From an optimization exercise on the open Yosys and OpenROAD flow, aimed at small area, a short achievable clock period and few clock cycles per item; shortcuts taken in it are not production practice. Where RTL was checked, it was by simulation tests only, not by an equivalence proof against the original.

job 2606:
## stripe_recover
module stripe_recover (
    input  wire         clk,
    input  wire         rst,
    input  wire         cfg_valid,
    output wire         cfg_ready,
    input  wire [4:0]   cfg_k,
    input  wire [1:0]   cfg_m,
    input  wire [18:0]  cfg_avail,
    input  wire         in_valid,
    output wire         in_ready,
    input  wire [151:0] in_data,
    output wire         out_valid,
    input  wire         out_ready,
    output wire         out_ok,
    output wire [127:0] out_data
);
    function [7:0] gf_mul;
        input [7:0] a;
        input [7:0] b;
        reg   [7:0] x, acc;
        integer     t;
        begin
            x   = a;
            acc = 8'h00;
            for (t = 0; t < 8; t = t + 1) begin
                if (b[t])
                    acc = acc ^ x;
                x = {x[6:0], 1'b0} ^ (x[7] ? 8'h1D : 8'h00);
            end
            gf_mul = acc;
        end
    endfunction
  ...
Size in the first run: roughly 410 flip-flops.
==> flow/config.mk <==
export PLATFORM = sky130hd
export DESIGN_NAME = stripe_recover
export DESIGN_NICKNAME = stripe_recover
export VERILOG_FILES = /design/flow/design.v
export SDC_FILE = /design/flow/constraint.sdc
export NUM_CORES = 4
export LEC_CHECK = 0
export CAP_MARGIN = 20
export CORE_MARGIN = 2
export CORE_UTILIZATION = 40
export CTS_BUF_LIST = sky130_fd_sc_hd__clkbuf_4
export SLEW_MARGIN = 20
==> flow/constraint.sdc <==
create_clock -name core_clock -period 14.0 [get_ports {clk}]
set_input_delay 2.8000 -clock core_clock [delete_from_list [all_inputs] [get_ports {clk}]]
set_output_delay 2.8000 -clock core_clock [all_outputs]
set_load 0.01 [all_outputs]
standard.sh (not shown) runs the stock make flow with config.mk's settings and CLKGATE_MAP_FILE= SYNTH_SCRIPT=/design/flow/synth_recipe.tcl, a recipe that flattens the netlist after the stock synthesis.
==> flow/flow/run.sh <==
#!/bin/bash
set -euo pipefail
bash standard.sh SETUP_SLACK_MARGIN=7.85 "BUFFER_PORTS_ARGS=-buffer_cell sky130_fd_sc_hd__buf_1" finish > flow_make.log 2>&1
Job 2606: all stages complete, timing, DRC and antenna checks passed
Testbench counts of job 2606, summed over its fixed seeds: cycles 6,399, items 6,144.
#### Input delta (job 2750 over job 2606)
# job 2606
export LEC_CHECK = 0
export CAP_MARGIN = 20
export CORE_MARGIN = 2
export CORE_UTILIZATION = 40
export CTS_BUF_LIST = sky130_fd_sc_hd__clkbuf_4
export SLEW_MARGIN = 20
create_clock -name core_clock -period 14.0 [get_ports {clk}]
# job 2750
export LEC_CHECK = 0
export CAP_MARGIN = 20
export CORE_MARGIN = 2
export CORE_UTILIZATION = 40
export CTS_BUF_LIST = sky130_fd_sc_hd__clkbuf_8
export CTS_CLUSTER_DIAMETER = 60
export CTS_CLUSTER_SIZE = 14
export SLEW_MARGIN = 20
create_clock -name core_clock -period 14.0 [get_ports {clk}]
==> flow/flow/run.sh <==
#!/bin/bash
set -euo pipefail
bash standard.sh SETUP_SLACK_MARGIN=8.0 "BUFFER_PORTS_ARGS=-buffer_cell sky130_fd_sc_hd__buf_1" finish > flow_make.log 2>&1
### Flow results
- Number of cells on the worst hold path: job 2750 vs job 2606 — no meaningful difference
- Diff job 2750..job 2606 | fraction of the mapped netlist area in adder cells | unchanged
- Relative to job 2606, initial antenna violation count has decreased by 5 in job 2750.
- Actual slew at the worst max-slew pin (lower): job 2606
- met3 layer usage reported by global route down 0.20 points in job 2750 wrt job 2606
- Job 2750 vs. job 2606: maximum frequency went up, number of vias after detailed routing now smaller.
What job 9996 does differently from job 2750 at the input level:
# job 2750
export LEC_CHECK = 0
export CAP_MARGIN = 20
export CORE_MARGIN = 2
export CORE_UTILIZATION = 40
export CTS_BUF_LIST = sky130_fd_sc_hd__clkbuf_8
export CTS_CLUSTER_DIAMETER = 60
export CTS_CLUSTER_SIZE = 14
export SLEW_MARGIN = 20
create_clock -name core_clock -period 14.0 [get_ports {clk}]
# job 9996
export LEC_CHECK = 0
export CAP_MARGIN = 20
export CORE_MARGIN = 2
export CORE_UTILIZATION = 40
export CTS_BUF_LIST = sky130_fd_sc_hd__clkbuf_4
export GPL_TIMING_DRIVEN = 0
export SLEW_MARGIN = 20
create_clock -name core_clock -period 14.0 [get_ports {clk}]
==> summary.txt <==
Clock skew of job 2750 is on par with job 9996. Higher layout overhead on the synthesized area among job 2750 and job 9996: job 9996. Status: complex-gate fraction of the synthesized area parity (job 9996, job 2750). In the tables for job 2750 and job 9996, data required time of the worst path reads lower with job 2750. Area: job 9996 vs job 2750 -> job 9996 larger.
Setup changes, job 9996 to job 9747
# job 9996
export LEC_CHECK = 0
export CAP_MARGIN = 20
export CORE_MARGIN = 2
export CORE_UTILIZATION = 40
export CTS_BUF_LIST = sky130_fd_sc_hd__clkbuf_4
export GPL_TIMING_DRIVEN = 0
export SLEW_MARGIN = 20
create_clock -name core_clock -period 14.0 [get_ports {clk}]
# job 9747
export LEC_CHECK = 0
export CAP_MARGIN = 20
export CORE_MARGIN = 2
export CORE_UTILIZATION = 40
export CTS_BUF_LIST = sky130_fd_sc_hd__clkbuf_4
export SLEW_MARGIN = 20
create_clock -name core_clock -period 14.0 [get_ports {clk}]
Job 9747 | status: complete | timing, DRC, antenna: pass. Looking at worst-case hold slack, job 9747 sits 0.0065 ns above job 9996. Going from job 9996 to job 9747, minimum clock period after layout saw a decrease; cell area after layout down 2.4%; post-DP HPWL decreased by 2.4% relative to the old numbers; number of clock buffers inserted by TritonCTS +1. Between job 9747 and job 9996, it is job 9747 whose multi-input logic portion of the cell area is higher, by 0.81 points. Routed via count, job 9996 and job 9747, lower one = job 9747.

* * *

Another version of the RTL of stripe_recover (not shown whole).
For scale: ~320 I/O pins, about 0.039 mm^2 of cells after synthesis.
export LEC_CHECK = 0
export CAP_MARGIN = 20
export CORE_MARGIN = 2
export CORE_UTILIZATION = 40
export SLEW_MARGIN = 20
create_clock -name core_clock -period 14.0 [get_ports {clk}]
==> flow/flow/run.sh <==
#!/bin/bash
set -euo pipefail
bash standard.sh SETUP_SLACK_MARGIN=8.4 "BUFFER_PORTS_ARGS=-buffer_cell sky130_fd_sc_hd__buf_1" finish > flow_make.log 2>&1
Rerun with:
==> flow/flow/run.sh (replaced) <==
#!/bin/bash
set -euo pipefail
bash standard.sh SETUP_SLACK_MARGIN=8.0 "BUFFER_PORTS_ARGS=-buffer_cell sky130_fd_sc_hd__buf_1" finish > flow_make.log 2>&1
What happened: Hold slack degrades by 0.022 ns; first-iteration DRC count is about the same; synthesized area is unchanged; register-to-register slack degrades by 0.15 ns; routed wire length is lower by a few percent; setup slack barely changes; core utilization is lower by 1.7 points; die area is unchanged; sequential share of layout area is higher by 0.96 points; global-route usage is lower by 0.48 points.
Rerun with:
Settings changed: CTS_BUF_LIST from default to sky130_fd_sc_hd__clkbuf_8.
Result: The changed run finished with timing, DRC and antenna clean. Maximum frequency stays flat. Worst setup slack barely changes. Critical path depth stays the same. Routed wire length came out higher by 0.30%. Design area is about the same. Hold slack stays flat. Clock skew decreases by 0.011 ns.
Rerun with:
Settings changed: CTS_BUF_LIST sky130_fd_sc_hd__clkbuf_8 to sky130_fd_sc_hd__clkbuf_4.
- The new run produced a clean layout
- cell count came out higher by 0.92%
- maximum frequency barely changes
- core utilization fell by 0.22 points
- count of clock-buffer cells in the layout increases by 66
- worst setup slack hardly moves
- synthesized cell count stays the same
- via count rose by 0.86%
- sequential share of layout area grows by 0.13 points
- cell area came out lower by 0.50%
No run of this note included a check of the RTL's function; only the layout flow was run.

* * *

## north
Another version of the RTL of stripe_recover (not shown whole).
Size: about 4500 cells after synthesis, ~420 flip-flops, about 320 I/O pins, ~38000 µm² of cells after synthesis.
export LEC_CHECK = 0
export CAP_MARGIN = 20
export CORE_MARGIN = 2
export CORE_UTILIZATION = 60
export SLEW_MARGIN = 20
create_clock -name core_clock -period 14.0 [get_ports {clk}]
==> flow/flow/run.sh <==
#!/bin/bash
set -euo pipefail
bash standard.sh SETUP_SLACK_MARGIN=8.0 finish > flow_make.log 2>&1
Testbench counts of north, summed over its fixed seeds: cycles 6,544, items 6,144.
diff inputs: north => south
--- a/flow/config.mk
+++ b/flow/config.mk
@@ -9,3 +9,3 @@
 export CORE_MARGIN = 2
-export CORE_UTILIZATION = 60
+export CORE_UTILIZATION = 40
 export SLEW_MARGIN = 20
Notes after the runs:
south ended with every stage complete and zero timing, DRC or antenna violations.
From north to south the numbers moved as follows: final period utilization saw a decrease; sequential cell count barely changed.
south and north ended up with roughly the same source-to-sink clock delay at the later pin of the worst-skew pair.
Worst setup margin sits higher in south than in north.
For the area of the die, south came in about 50% higher than north did.
south against north: number of enable-type register cells in the synthesized netlist level; critical path depth shrank by 1.
Between south and north, it is south whose starting DRC count in detailed routing is lower, by 767.
## Diff of input files: east against south
==> flow/flow/run.sh <==
#!/bin/bash
set -euo pipefail
bash standard.sh SETUP_SLACK_MARGIN=8.0 "BUFFER_PORTS_ARGS=-buffer_cell sky130_fd_sc_hd__buf_2" finish > flow_make.log 2>&1
On clock skew, east does worse than south.
Clock network latency to the later pin of the worst-skew pair in east is 0.02 ns above south.
Ratio of final minimum period to clock period in east is 0.48 points higher than in south
Layout overhead on the synthesized area (lower): east
east vs. south: max-cap violation count ~0 delta, data arrival time of the worst path now larger, filler-free cell count of the finished design rose by 0.39%.
east does worse than south on minimum clock period.
Going from south to east, final design area excluding fillers saw a decrease; routed wire length ~0 delta.
Global-route wire length before repair: east better than south
The following lists how west was set up differently from east:
==> flow/flow/run.sh <==
#!/bin/bash
set -euo pipefail
bash standard.sh SETUP_SLACK_MARGIN=8.0 "BUFFER_PORTS_ARGS=-buffer_cell sky130_fd_sc_hd__buf_1" finish > flow_make.log 2>&1
## What came out
Re final weighted congestion of routability-driven global placement: east was higher than west. The number of setup buffers added after CTS was comparable across east and west. Relative to east, hold slack increased by 0.0045 ns in west. For maximum clock rate, west and east come out practically identical. Going from east to west, number of global-route vias before repair grows by 0.44%. On shortest period the worst path allows: between east and west, it ends up higher for east. Going from east to west, wire length of the first global-routing pass shrank slightly. west vs east — met3 layer usage reported by global route rose 0.17 points.

* * *

stripe_recover, a different RTL version from the one above (not shown whole).
Size in the first run: about 0.044 mm² of cells after synthesis.
export LEC_CHECK = 0
export CAP_MARGIN = 20
export CORE_MARGIN = 2
export CORE_UTILIZATION = 40
export SLEW_MARGIN = 20
create_clock -name core_clock -period 14.0 [get_ports {clk}]
==> flow/flow/run.sh <==
#!/bin/bash
set -euo pipefail
bash standard.sh SETUP_SLACK_MARGIN=7.5 finish > flow_make.log 2>&1
Edit:
==> flow/run.sh (new file) <==
#!/bin/bash
# synth_recipe.tcl (not shown) runs the flow's synth.tcl, then flattens the netlist and writes it again
# the make line also repeats each setting of config.mk as NAME=value (left out here)
make -C /OpenROAD-flow-scripts/flow DESIGN_CONFIG=/design/flow/config.mk WORK_HOME=/design/flow/orfs CLKGATE_MAP_FILE= SYNTH_SCRIPT=/design/flow/synth_recipe.tcl finish
removed: flow/flow/run.sh
removed: flow/standard.sh
=> The new run produced a clean layout. Wire length fell by 1.5%. Non-clock buffer count came out lower by 17. Area after synthesis does not change. Core utilization goes down by 0.24 points. Maximum frequency went down by 20%. Hold slack loses 0.030 ns. First-iteration DRC count increases by 4.9%.
No run of this note included a check of the RTL's function; only the layout flow was run.

==> afterwards: timing with drivers on the ports <==
Ports are ideal in the flow. The routed layouts listed here were re-timed in OpenROAD.
Step 1 sets driving cells, clkbuf_16 on the clock port and buf_2 on the other inputs (assumed; they add their load-dependent delay and slew).
Step 2 moves the port delays by t, midway between the first and last clock arrival at a register: inputs arrive t later, outputs are due t later. That takes back most of the time a late clock gives input paths.
Slacks: ideal / step 1 / step 2; pairs: ideal / step 1.
run | t, ns | setup WS [ns] | hold WS [ns] | latest minus earliest clock arrival (ns) | pins driven straight from the clock port
job 2606 | 0.984 | 7.931 / 7.910 / 7.149 | 0.509 / 0.509 / 0.509 | 0.110 / 0.111 | 1
job 2750 | 0.769 | 7.970 / 7.938 / 7.524 | 0.538 / 0.538 / 0.538 | 0.089 / 0.088 | 1
job 9996 | 1.007 | 7.908 / 7.908 / 7.244 | 0.520 / 0.520 / 0.520 | 0.091 / 0.091 | 1
job 9747 | 1.012 | 7.970 / 7.938 / 7.450 | 0.527 / 0.527 / 0.527 | 0.101 / 0.102 | 1
the first run of note 2 | 0.692 | 7.957 / 7.912 / 7.799 | 0.456 / 0.456 / 0.456 | 0.064 / 0.064 | 1
the second run of note 2 | 0.672 | 7.958 / 7.925 / 7.573 | 0.434 / 0.434 / 0.434 | 0.064 / 0.063 | 1
the third run of note 2 | 0.748 | 7.956 / 7.924 / 7.451 | 0.432 / 0.432 / 0.432 | 0.049 / 0.048 | 1
the fourth run of note 2 | 0.954 | 7.958 / 7.925 / 7.385 | 0.436 / 0.436 / 0.436 | 0.096 / 0.096 | 1
north | 0.680 | 7.815 / 7.780 / 7.446 | 0.453 / 0.453 / 0.453 | 0.073 / 0.072 | 1
south | 0.685 | 7.853 / 7.818 / 7.475 | 0.478 / 0.478 / 0.478 | 0.047 / 0.047 | 1
east | 0.681 | 7.785 / 7.742 / 7.575 | 0.434 / 0.434 / 0.434 | 0.063 / 0.063 | 1
west | 0.669 | 7.794 / 7.763 / 7.580 | 0.439 / 0.439 / 0.439 | 0.048 / 0.048 | 1
the first run of note 4 | 0.697 | 7.606 / 7.589 / 7.095 | 0.556 / 0.556 / 0.556 | 0.030 / 0.030 | 1
the second run of note 4 | 0.674 | 6.031 / 6.076 / 5.401 | 0.526 / 0.526 / 0.526 | 0.037 / 0.037 | 1
After both steps setup and hold are still met in every run listed. The setup slack of job 2606, which loses most, moves by -0.021 ns with the drivers and by -0.782 ns with both steps.
